This design comes from an exercise in tuning for small area, a short achievable clock period and few clock cycles per item on the open sky130 flow, not from production work.
RTL that was checked went through simulation tests only; none was proved equivalent to the original.

## the baseline
==> flow/design.v <==
module yx_sha256 (
  input  wire         clk,
  input  wire         rst,       
  input  wire         start,
  input  wire         first,
  input  wire [511:0] block,     
  output wire         ready,
  output reg          done,
  output wire [255:0] digest     
);
  localparam [31:0] IV0 = 32'h6a09e667, IV1 = 32'hbb67ae85,
                    IV2 = 32'h3c6ef372, IV3 = 32'ha54ff53a,
                    IV4 = 32'h510e527f, IV5 = 32'h9b05688c,
                    IV6 = 32'h1f83d9ab, IV7 = 32'h5be0cd19;
  function [31:0] rotr(input [31:0] x, input integer n);
    rotr = (x >> n) | (x << (32 - n));
  endfunction
  function [31:0] csa_s(input [31:0] x, input [31:0] y, input [31:0] z);
    csa_s = x ^ y ^ z;
  endfunction
  function [31:0] csa_c(input [31:0] x, input [31:0] y, input [31:0] z);
    csa_c = ((x & y) | (x & z) | (y & z)) << 1;
  endfunction
  function [31:0] sk_add(input [31:0] x, input [31:0] y);
    reg [31:0] gg, pp;
    integer i, k;
    begin
      gg = x & y;
      pp = x ^ y;
      for (k = 1; k < 32; k = k * 2) begin
        for (i = 31; i >= 0; i = i - 1) begin
          if ((i / k) % 2 == 1) begin
            gg[i] = gg[i] | (pp[i] & gg[(i / k) * k - 1]);
            pp[i] = pp[i] & pp[(i / k) * k - 1];
          end
        end
      end
      sk_add = x ^ y ^ {gg[30:0], 1'b0};
    end
  endfunction
  function [31:0] ks_add(input [31:0] x, input [31:0] y);
    reg [31:0] gg, pp, gn, pn;
    integer i, k;
    begin
      gg = x & y;
      pp = x ^ y;
      for (k = 1; k < 32; k = k * 2) begin
        for (i = 0; i < 32; i = i + 1) begin
          if (i >= k) begin
            gn[i] = gg[i] | (pp[i] & gg[i-k]);
            pn[i] = pp[i] & pp[i-k];
          end else begin
            gn[i] = gg[i];
            pn[i] = pp[i];
          end
        end
        gg = gn;
        pp = pn;
      end
      ks_add = x ^ y ^ {gg[30:0], 1'b0};
    end
  endfunction
  localparam [2047:0] K_ALL = {
    32'h428a2f98, 32'h71374491, 32'hb5c0fbcf, 32'he9b5dba5,
    32'h3956c25b, 32'h59f111f1, 32'h923f82a4, 32'hab1c5ed5,
    32'hd807aa98, 32'h12835b01, 32'h243185be, 32'h550c7dc3,
    32'h72be5d74, 32'h80deb1fe, 32'h9bdc06a7, 32'hc19bf174,
    32'he49b69c1, 32'hefbe4786, 32'h0fc19dc6, 32'h240ca1cc,
    32'h2de92c6f, 32'h4a7484aa, 32'h5cb0a9dc, 32'h76f988da,
    32'h983e5152, 32'ha831c66d, 32'hb00327c8, 32'hbf597fc7,
    32'hc6e00bf3, 32'hd5a79147, 32'h06ca6351, 32'h14292967,
    32'h27b70a85, 32'h2e1b2138, 32'h4d2c6dfc, 32'h53380d13,
    32'h650a7354, 32'h766a0abb, 32'h81c2c92e, 32'h92722c85,
    32'ha2bfe8a1, 32'ha81a664b, 32'hc24b8b70, 32'hc76c51a3,
    32'hd192e819, 32'hd6990624, 32'hf40e3585, 32'h106aa070,
    32'h19a4c116, 32'h1e376c08, 32'h2748774c, 32'h34b0bcb5,
    32'h391c0cb3, 32'h4ed8aa4a, 32'h5b9cca4f, 32'h682e6ff3,
    32'h748f82ee, 32'h78a5636f, 32'h84c87814, 32'h8cc70208,
    32'h90befffa, 32'ha4506ceb, 32'hbef9a3f7, 32'hc67178f2
  };
  reg         ebusy;                       
  reg         ei, ei_iv, ei_h;             
  reg         er61, er62, er63;            
  reg  [5:0]  kidx;                        
  reg  [31:0] e, f, g;                     
  reg  [31:0] p, q;                        
  reg  [31:0] kq;                          
  reg  [31:0] kw;                          
  reg  [31:0] t1;                          
  reg  [31:0] w [0:14];                    
  reg  [31:0] w15s, w15c;                  
  reg         pi, pi_iv, pi_h;             
  reg         pa_iv, pa_h;                 
  reg         ai, ai_iv, ai_h;             
  reg         al61, al62, al63;            
  reg  [31:0] a, b, c;                     
  reg         fst;                         
  reg  [31:0] h0, h1, h2, h3, h4, h5, h6, h7;
  wire idle = ~ebusy & ~ei;
  assign ready  = idle | er62;
  assign digest = {h0, h1, h2, h3, h4, h5, h6, h7};
  wire accept = start & ready;
  wire [31:0] big_s1 = rotr(e, 6) ^ rotr(e, 11) ^ rotr(e, 25);
  wire [31:0] ch     = (e & f) ^ (~e & g);
  wire [31:0] e_s1 = csa_s(p, ch, big_s1),   e_c1 = csa_c(p, ch, big_s1);
  wire [31:0] t_s1 = csa_s(q, ch, big_s1),   t_c1 = csa_c(q, ch, big_s1);
  wire [31:0] e_rnd = sk_add(e_s1, e_c1);     
  wire [31:0] t_rnd = sk_add(t_s1, t_c1);     
  wire [31:0] big_s0 = rotr(a, 2) ^ rotr(a, 13) ^ rotr(a, 22);
  wire [31:0] maj    = (a & b) ^ (a & c) ^ (b & c);
  wire [31:0] a_s1 = csa_s(t1, maj, big_s0), a_c1 = csa_c(t1, maj, big_s0);
  wire [31:0] a_rnd = sk_add(a_s1, a_c1);     
  wire [31:0] sel_a = fst ? (al61 ? IV3 : al62 ? IV2 : IV1) : (al61 ? h3 : al62 ? h2 : h1);
  wire [31:0] sel_e = fst ? (er61 ? IV7 : er62 ? IV6 : IV5) : (er61 ? h7 : er62 ? h6 : h5);
  wire [31:0] add_a = sel_a + a;
  wire [31:0] add_e = sel_e + e;
  wire [31:0] base0 = fst ? IV0 : h0;
  wire [31:0] base4 = fst ? IV4 : h4;
  wire [31:0] sml_s0 = rotr(w[1], 7) ^ rotr(w[1], 18) ^ (w[1] >> 3);
  wire [31:0] sml_s1 = rotr(w[14], 17) ^ rotr(w[14], 19) ^ (w[14] >> 10);
  wire [31:0] w_s1   = csa_s(w[0], w[9], sml_s0),  w_c1 = csa_c(w[0], w[9], sml_s0);
  wire [31:0] w_s2   = csa_s(w_s1, w_c1, sml_s1),   w_c2 = csa_c(w_s1, w_c1, sml_s1);
  wire [31:0] w15    = w15s + w15c;
  wire [31:0] op_d  = pi_iv ? IV3 : pi_h ? h3 : pa_iv ? IV2 : pa_h ? h2 : b;
  wire [31:0] op_h  = pi_iv ? IV7 : pi_h ? h7 : g;
  wire [31:0] op_kw = pi ? w[0] : kw;
  wire [31:0] op_q  = pi ? 32'h428a2f98 : er62 ? base0 : 32'd0;
  wire [31:0] op_p  = pi ? 32'h428a2f98 : er62 ? base4 : 32'd0;
  wire [31:0] q_s1  = csa_s(op_h, op_q, op_kw),  q_c1 = csa_c(op_h, op_q, op_kw);
  wire [31:0] p_s1  = csa_s(op_h, op_p, op_kw),  p_c1 = csa_c(op_h, op_p, op_kw);
  wire [31:0] p_s2  = csa_s(p_s1, p_c1, op_d),   p_c2 = csa_c(p_s1, p_c1, op_d);
  wire [31:0] q_nx  = ks_add(q_s1, q_c1);
  wire [31:0] p_nx  = ks_add(p_s2, p_c2);
  wire [5:0]  kidx_nx = accept ? 6'd1 : kidx + 6'd1;
  wire [31:0] kw_nx = kq + w[1];
  wire        rnd_e = ~ei | (er63 & ei_h);     
  wire        rnd_a = ~ai | (al63 & ai_h);     
  wire [31:0] e_alt = ei_iv ? IV4 : h4;
  wire [31:0] f_alt = ei_iv ? IV5 : er63 ? add_e : h5;
  wire [31:0] g_alt = ei_iv ? IV6 : h6;
  wire [31:0] a_alt = ai_iv ? IV0 : h0;
  wire [31:0] b_alt = ai_iv ? IV1 : al63 ? add_a : h1;
  wire [31:0] c_alt = ai_iv ? IV2 : h2;
  integer i;
  always @(posedge clk) begin
    if (rst) begin
      ebusy <= 1'b0;
      ei    <= 1'b0;
      ei_iv <= 1'b0;
      ei_h  <= 1'b0;
      er61  <= 1'b0;
      er62  <= 1'b0;
      er63  <= 1'b0;
      ai    <= 1'b0;
      pi    <= 1'b0;
      pi_iv <= 1'b0;
      pi_h  <= 1'b0;
      pa_iv <= 1'b0;
      pa_h  <= 1'b0;
      ai_iv <= 1'b0;
      ai_h  <= 1'b0;
      al61  <= 1'b0;
      al62  <= 1'b0;
      al63  <= 1'b0;
      done  <= 1'b0;
    end else begin
      ei    <= accept;
      ei_iv <= accept & first;
      ei_h  <= accept & ~first;
      er61  <= ebusy & (kidx == 6'd62);
      er62  <= er61;
      er63  <= er62;
      if (ei)
        ebusy <= 1'b1;
      else if (er63)
        ebusy <= 1'b0;
      ai    <= ei;
      pi_iv <= first & start & ready;
      pi_h  <= ~first & start & ready;
      pi    <= (first & start & ready) | (~first & start & ready);
      pa_iv <= pi_iv;
      pa_h  <= pi_h;
      ai_iv <= ei_iv;
      ai_h  <= ei_h;
      al61  <= er61;
      al62  <= al61;
      al63  <= al62;
      done  <= al63;
    end
  end
  always @(posedge clk) begin
    kidx <= kidx_nx;
    kq   <= K_ALL[2047 - 32*kidx_nx -: 32];
    if (ai) fst <= ai_iv;
    if (er61) h7 <= add_e;
    if (er62) h6 <= add_e;
    if (er63) begin h5 <= add_e; h4 <= e_rnd; end
    if (al61) h3 <= add_a;
    if (al62) h2 <= add_a;
    if (al63) begin h1 <= add_a; h0 <= a_rnd; end
    p  <= p_nx;
    q  <= q_nx;
    kw <= kw_nx;
    t1 <= t_rnd;
    e  <= rnd_e ? e_rnd : e_alt;
    a  <= rnd_a ? a_rnd : a_alt;
    if (ei) begin
      f <= f_alt; g <= g_alt;
    end else begin
      f <= e; g <= f;
    end
    if (ai) begin
      b <= b_alt; c <= c_alt;
    end else begin
      b <= a; c <= b;
    end
    if (ready) begin
      for (i = 0; i < 15; i = i + 1)
        w[i] <= block[511 - 32*i -: 32];
      w15s <= block[31:0];
      w15c <= 32'd0;
    end else begin
      for (i = 0; i < 14; i = i + 1)
        w[i] <= w[i + 1];
      w[14] <= w15;
      w15s  <= w_s2;
      w15c  <= w_c2;
    end
  end
endmodule
clock: 8.0 ns
lec_check: 0
cap_margin: 20
core_margin: 2
core_utilization: 55
cts_buf_list: sky130_fd_sc_hd__clkbuf_16
cts_cluster_diameter: 70
cts_cluster_size: 20
setup_slack_margin: 3.7
slew_margin: 20
standard.sh (not shown) runs the stock make flow with config.mk's settings and CLKGATE_MAP_FILE= SYNTH_SCRIPT=/design/flow/synth_recipe.tcl, a recipe that flattens the netlist after the stock synthesis.
==> flow/flow/run.sh <==
#!/bin/bash
set -euo pipefail
export BUFFER_PORTS_ARGS="-buffer_cell sky130_fd_sc_hd__buf_1"
bash standard.sh > standard_flow.log 2>&1
Both conditions hold for the baseline: the flow ran to the end and the final layout passed the timing, design-rule and antenna checks.
The following lists how the candidate was set up differently from the baseline:
-- flow/design.v --
<<< the baseline, line 113
  wire [31:0] sel_a = fst ? (al61 ? IV3 : al62 ? IV2 : IV1) : (al61 ? h3 : al62 ? h2 : h1);
  wire [31:0] sel_e = fst ? (er61 ? IV7 : er62 ? IV6 : IV5) : (er61 ? h7 : er62 ? h6 : h5);
  wire [31:0] add_a = sel_a + a;
  wire [31:0] add_e = sel_e + e;
  wire [31:0] base0 = fst ? IV0 : h0;
  wire [31:0] base4 = fst ? IV4 : h4;
>>> the candidate, line 113
  wire [31:0] sel_a = fst ? (al61 ? IV3 : al62 ? IV2 : IV1) : (al61 ? h3 : al62 ? h2 : h1);
  wire [31:0] sel_e = fst ? (er61 ? IV7 : er62 ? IV6 : IV5) : (er61 ? h7 : er62 ? h6 : h5);
  wire [31:0] add_a = sk_add(sel_a, a);
  wire [31:0] add_e = sk_add(sel_e, e);
  wire [31:0] base0 = fst ? IV0 : h0;
  wire [31:0] base4 = fst ? IV4 : h4;
<<< the baseline, line 121
  wire [31:0] w_s1   = csa_s(w[0], w[9], sml_s0),  w_c1 = csa_c(w[0], w[9], sml_s0);
  wire [31:0] w_s2   = csa_s(w_s1, w_c1, sml_s1),   w_c2 = csa_c(w_s1, w_c1, sml_s1);
  wire [31:0] w15    = w15s + w15c;
  wire [31:0] op_d  = pi_iv ? IV3 : pi_h ? h3 : pa_iv ? IV2 : pa_h ? h2 : b;
  wire [31:0] op_h  = pi_iv ? IV7 : pi_h ? h7 : g;
>>> the candidate, line 121
  wire [31:0] w_s1   = csa_s(w[0], w[9], sml_s0),  w_c1 = csa_c(w[0], w[9], sml_s0);
  wire [31:0] w_s2   = csa_s(w_s1, w_c1, sml_s1),   w_c2 = csa_c(w_s1, w_c1, sml_s1);
  wire [31:0] w15    = sk_add(w15s, w15c);
  wire [31:0] op_d  = pi_iv ? IV3 : pi_h ? h3 : pa_iv ? IV2 : pa_h ? h2 : b;
  wire [31:0] op_h  = pi_iv ? IV7 : pi_h ? h7 : g;
<<< the baseline, line 130
  wire [31:0] p_s1  = csa_s(op_h, op_p, op_kw),  p_c1 = csa_c(op_h, op_p, op_kw);
  wire [31:0] p_s2  = csa_s(p_s1, p_c1, op_d),   p_c2 = csa_c(p_s1, p_c1, op_d);
  wire [31:0] q_nx  = ks_add(q_s1, q_c1);
  wire [31:0] p_nx  = ks_add(p_s2, p_c2);
  wire [5:0]  kidx_nx = accept ? 6'd1 : kidx + 6'd1;
  wire [31:0] kw_nx = kq + w[1];
  wire        rnd_e = ~ei | (er63 & ei_h);     
  wire        rnd_a = ~ai | (al63 & ai_h);     
>>> the candidate, line 130
  wire [31:0] p_s1  = csa_s(op_h, op_p, op_kw),  p_c1 = csa_c(op_h, op_p, op_kw);
  wire [31:0] p_s2  = csa_s(p_s1, p_c1, op_d),   p_c2 = csa_c(p_s1, p_c1, op_d);
  wire [31:0] q_nx  = sk_add(q_s1, q_c1);
  wire [31:0] p_nx  = sk_add(p_s2, p_c2);
  wire [5:0]  kidx_nx = accept ? 6'd1 : kidx + 6'd1;
  wire [31:0] kw_nx = sk_add(kq, w[1]);
  wire        rnd_e = ~ei | (er63 & ei_h);     
  wire        rnd_a = ~ai | (al63 & ai_h);     
==> comparison <==
The candidate against the baseline: sequential share of layout area saw an increase. The candidate ends up with lower synthesized-area fraction occupied by xor and xnor cells than the baseline does. Global routing met1 resource utilization: the candidate lower than the baseline. Clock buffer instance count of the final layout (the candidate vs. the baseline) increases by a few percent. Final layout net count: the candidate and the baseline compared, higher one is the baseline.
Testbench counts of the candidate, summed over its fixed seeds: cycles 50,528, blocks 789.
For the baseline, only the layout was checked, not whether the RTL still works.

re-timing with driven ports:
How much do the figures lean on ideal ports? The routed layouts below were timed once more, with nothing changed but the port constraints. Step 1 (the two cells are an assumption about what drives the block):
set clk [get_ports {clk}]
set_driving_cell -lib_cell sky130_fd_sc_hd__clkbuf_16 $clk
set_driving_cell -lib_cell sky130_fd_sc_hd__buf_2 [delete_from_list [all_inputs] $clk]
Step 2 also shifts input and output timing later by t, the mid clock arrival at the registers, as if the neighbouring blocks saw the same clock. Slacks: ideal / step 1 / step 2; pairs: ideal / step 1.
run	shift t [ns]	setup WS [ns]	worst register clock-pin slew, ns	cell pins on the clock port's net
the baseline	0.788	3.603 / 3.603 / 3.135	0.09 / 0.09	1
the candidate	0.770	3.575 / 3.575 / 3.025	0.09 / 0.09	1
After both steps setup and hold are still met in every run listed. For the candidate, which loses most, drivers alone change the setup slack by 0.000 ns; drivers and shift together by -0.550 ns.
